From an optimization exercise on the open Yosys and OpenROAD flow, aimed at small area, a short achievable clock period and few clock cycles per item; shortcuts taken in it are not production practice. At most, simulation tests tie the RTL to the original design; equivalence was not proved. No activity file was given, so power comes from the tool's default toggle rates.

## v6
// boholt_dec
module boholt_dec (
    input  wire        clk,
    input  wire        rst,
    input  wire        in_valid,
    input  wire [31:0] in_data,
    input  wire        in_last,
    output wire        in_ready,
    output reg         out_valid,
    output reg  [15:0] out_item,
    output reg         done,
    output wire [2:0]  res_fault,
    output wire [12:0] res_fault_pos,
    output wire        res_crc_bad,
    output wire [12:0] res_count,
    output wire        hist_we,
    output wire [11:0] hist_waddr,
    output wire [15:0] hist_wdata,
    output reg         hist_re,
    output reg  [11:0] hist_raddr,
    input  wire [15:0] hist_rdata
);
Size in the first run: ~2400 cells after synthesis, about 310 flip-flops, about 140 I/O pins.
Settings: LEC_CHECK=0, CAP_MARGIN=20, CORE_MARGIN=2, CORE_UTILIZATION=40, PLACE_DENSITY=0.6, SETUP_SLACK_MARGIN=5, SLEW_MARGIN=20; clock period 12.0 ns.
standard.sh (not shown) runs the stock make flow with config.mk's settings and CLKGATE_MAP_FILE= SYNTH_SCRIPT=/design/flow/synth_recipe.tcl, a recipe that flattens the netlist after the stock synthesis.
==> flow/flow/run.sh <==
#!/bin/bash
set -euo pipefail
MARGIN=${MARGIN:-8.0}
sed "s/SETUP_SLACK_MARGIN=[0-9.]*/SETUP_SLACK_MARGIN=$MARGIN/" standard.sh > standard_margin.sh
bash standard_margin.sh > standard.log 2>&1
> inputs changed (v6 -> v7)
--- a/flow/design.v
+++ b/flow/design.v
@@ -1,15 +1,15 @@
 module boholt_dec (
     input  wire        clk,
     input  wire        rst,
     input  wire        in_valid,
     input  wire [31:0] in_data,
     input  wire        in_last,
-    output wire        in_ready,
+    output reg         in_ready,
     output reg         out_valid,
     output reg  [15:0] out_item,
     output reg         done,
     output wire [2:0]  res_fault,
     output wire [12:0] res_fault_pos,
     output wire        res_crc_bad,
     output wire [12:0] res_count,
     output wire        hist_we,
@@ -291,36 +291,44 @@
     wire        h_stored = s1[24];
     wire hdr_bad = (s0[15:0] != SYNC) || (crc[15:0] != s0[31:16]) ||
                    f_w1bad || (s1[31:29] != 3'd0) ||
                    (f_c0 && !h_cut) ||
                    (!h_cut && f_plnc) || (h_cut && f_plc) ||
                    (h_stored && !h_cut && f_st);
     wire blk_end = (st == S_BODY) && pdone && !wl_nz && !v1 && (ph == 2'd0);
     wire chk_go  = (st == S_CHK) && (!end_pending || done);
-    assign in_ready = (st == S_HDR)   ? (hw != 3'd4 && (!v1 || hhalf)) :
-                      (st == S_BODY)  ? (wl_nz && !v1) :
-                      (st == S_DRAIN);
+    reg rdy_n;
+    always @(*) begin
+        case (st)
+            S_HDR:   rdy_n = take ? (hw == 3'd0) : (hw != 3'd4);
+            S_CHK:   rdy_n = chk_go && (hdr_bad || !(h_cut && f_pz));
+            S_BODY:  rdy_n = blk_end || (!take && wl_nz && !(v1 && !xfer));
+            default: rdy_n = 1'b1;
+        endcase
+    end
     always @(posedge clk) begin
         if (rst) begin
             st          <= S_HDR;
+            in_ready    <= 1'b1;
             hw          <= 3'd0;
             v0          <= 1'b0;
             v1          <= 1'b0;
             ph          <= 2'd0;
             tdone       <= 1'b1;
             pdone       <= 1'b1;
             tok_v       <= 1'b0;
             end_pending <= 1'b0;
             cmd_v       <= 1'b0;
             n_p         <= 13'd0;
             fault       <= F_NONE;
             flt         <= 1'b0;
             crc_bad     <= 1'b0;
         end else begin
+            in_ready <= rdy_n;
             if (in_ready) begin
                 s1 <= in_data;
                 l1 <= in_last;
             end
             if (pop) cmd_v <= 1'b0;
             if (done) end_pending <= 1'b0;
             case (st)
                 S_HDR: begin
Findings:
On v7: clock group share of total power is 3.8 points lower than what v6 gave. The xor and xnor area share after synthesis reported for v7 is greater than that of v6 by 0.19 points. The sequential share of layout area was comparable across v6 and v7. in -> reg as the class of the most critical setup path was reported by v7, and reg -> out by v6. Of v7 and v6, it is v7 that has the lower clock tree buffer count of the final layout. v7 packs its core more loosely than v6. Against v6, worst setup slack in v7 came out better.
No run of this note included a check of the RTL's function; only the layout flow was run.

* * *

Setup of rev 12:
boholt_dec, a different RTL version from the one above (not shown whole).
For scale: ~2300 cells after synthesis, ~22000 sq um of cells after synthesis.
==> flow/config.mk <==
export PLATFORM = sky130hd
export DESIGN_NAME = boholt_dec
export DESIGN_NICKNAME = boholt_dec
export VERILOG_FILES = /design/flow/design.v
export SDC_FILE = /design/flow/constraint.sdc
export NUM_CORES = 4
export LEC_CHECK = 0
export CAP_MARGIN = 20
export CORE_MARGIN = 2
export CORE_UTILIZATION = 60
export CTS_BUF_LIST = sky130_fd_sc_hd__clkbuf_4 sky130_fd_sc_hd__clkbuf_8
export CTS_CLUSTER_DIAMETER = 60
export CTS_CLUSTER_SIZE = 16
export PLACE_DENSITY = 0.75
export SETUP_SLACK_MARGIN = 5
export SLEW_MARGIN = 20
==> flow/constraint.sdc <==
create_clock -name core_clock -period 12.0 [get_ports {clk}]
set_input_delay 2.4000 -clock core_clock [delete_from_list [all_inputs] [get_ports {clk}]]
set_output_delay 2.4000 -clock core_clock [all_outputs]
set_load 0.01 [all_outputs]
==> flow/flow/run.sh <==
#!/bin/bash
# The standard layout (standard.sh, with its synthesis unchanged), with
#  - each port buffered, as the standard flow does, with the smallest buffer
#    cell (timing repair resizes it where needed).
# Every tool's output goes to standard.log in this folder.
set -euo pipefail
MARGIN=8.0
sed "s/SETUP_SLACK_MARGIN=[0-9.]*/SETUP_SLACK_MARGIN=$MARGIN/" standard.sh > standard_margin.sh
export BUFFER_PORTS_ARGS="-buffer_cell sky130_fd_sc_hd__buf_1"
bash standard_margin.sh > standard.log 2>&1
Modified inputs, rev 13 compared to rev 12
--- a/flow/design.v
+++ b/flow/design.v
@@ -148,20 +148,21 @@
             T_ILL: begin
                 k_end = 1'b1; k_fault = F_ILLEGAL;
             end
             default: begin   
                 k_end = 1'b1;
                 if (!cut) k_fault = F_TRUNC;
             end
         endcase
     end
     wire go    = pop && k_push;
+    wire go_cp = go && t_cp;
     wire emit  = !e_idle || go;
     wire e_le1_n   = !e_idle ? ((cp_n[11:2] == 10'd0) && !(cp_n[1] && cp_n[0])) : 1'b1;
     wire rd_first  = e_le1_n && (st == S_BODY) && tok_v && !pdone && !pop && t_ram && !pre_q;
     wire rd_second = pre_q;
     wire rd_third  = pop && t_ram;
     wire rd_more   = !e_idle && cp_ram && (cp_n[11:2] != 10'd0 || cp_n[1:0] == 2'd3);
     assign hist_we    = out_valid;
     assign hist_waddr = wcnt;
     assign hist_wdata = out_item;
     reg [15:0] eval;
@@ -190,23 +191,23 @@
             wcnt     <= wcnt + 12'd1;
         end
         hist_re    <= rd_first || rd_second || rd_third || rd_more;
         hist_raddr <= rd_first ? n_p[11:0] + ~d_m1 : hist_raddr + 12'd1;
         pre_q      <= rd_first;
         rd_done    <= pre_q;
         if (!e_idle) begin
             cp_n   <= cp_n - 12'd1;
             e_idle <= e_le1;
             e_le1  <= (cp_n[11:2] == 10'd0) && !(cp_n[1] && cp_n[0]);
-        end else if (pop && t_cp) begin
+        end else if (go_cp) begin
             cp_n   <= len_m1;
-            e_idle <= !k_push || (len_m1 == 12'd0);
+            e_idle <= (len_m1 == 12'd0);
             e_le1  <= (len_m1[11:1] == 11'd0);
             cp_ram <= t_ram;
             cp_p2  <= t_p2;
         end
         if (blk_end || hdr_fail)
             end_req <= 1'b1;
         if (rst) begin
             cp_n      <= 12'd0;
             e_idle    <= 1'b1;
             e_le1     <= 1'b1;
Notes after the runs:
The run showing the greater sequential cell power is rev 12. Compared with rev 12, in rev 13 power density over the cells lower; total power lower. Met2 track demand over resource in global routing delta for rev 13 relative to rev 12: 1.9 points lower. STATUS global-route wire length before repair: rev 13 wins against rev 12.
Testbench counts of rev 13, summed over its fixed seeds: cycles 183,811, items 178,205.
Only the layout flow was run in rev 12; the RTL was not checked for function there.

[afterwards: timing with drivers on the ports]
The results above use ideal ports. As a check the final layouts listed here were re-extracted and re-timed, cells and wires unchanged. Step 1, drivers: a clkbuf_16 drives clk and a buf_2 each remaining input, both assumed. Step 2 moves the port delays by t, midway between the first and last clock arrival at a register: inputs arrive t later, outputs are due t later. That takes back most of the time a late clock gives input paths. Three values: ideal ports, drivers, drivers and shift; two values: the first two.
run | t (ns) | setup slack, ns | worst setup path after step 2
v6 | 0.617 | 7.814 / 7.754 / 7.553 | input to register
v7 | 0.623 | 8.002 / 7.975 / 7.419 | input to register
rev 12 | 0.687 | 7.974 / 7.965 / 7.930 | input to register
rev 13 | 0.709 | 8.050 / 8.002 / 8.151 | register to register
After both steps every run listed still meets setup and hold. The setup slack of v7, which loses most, moves by -0.027 ns with the drivers and by -0.583 ns with both steps.
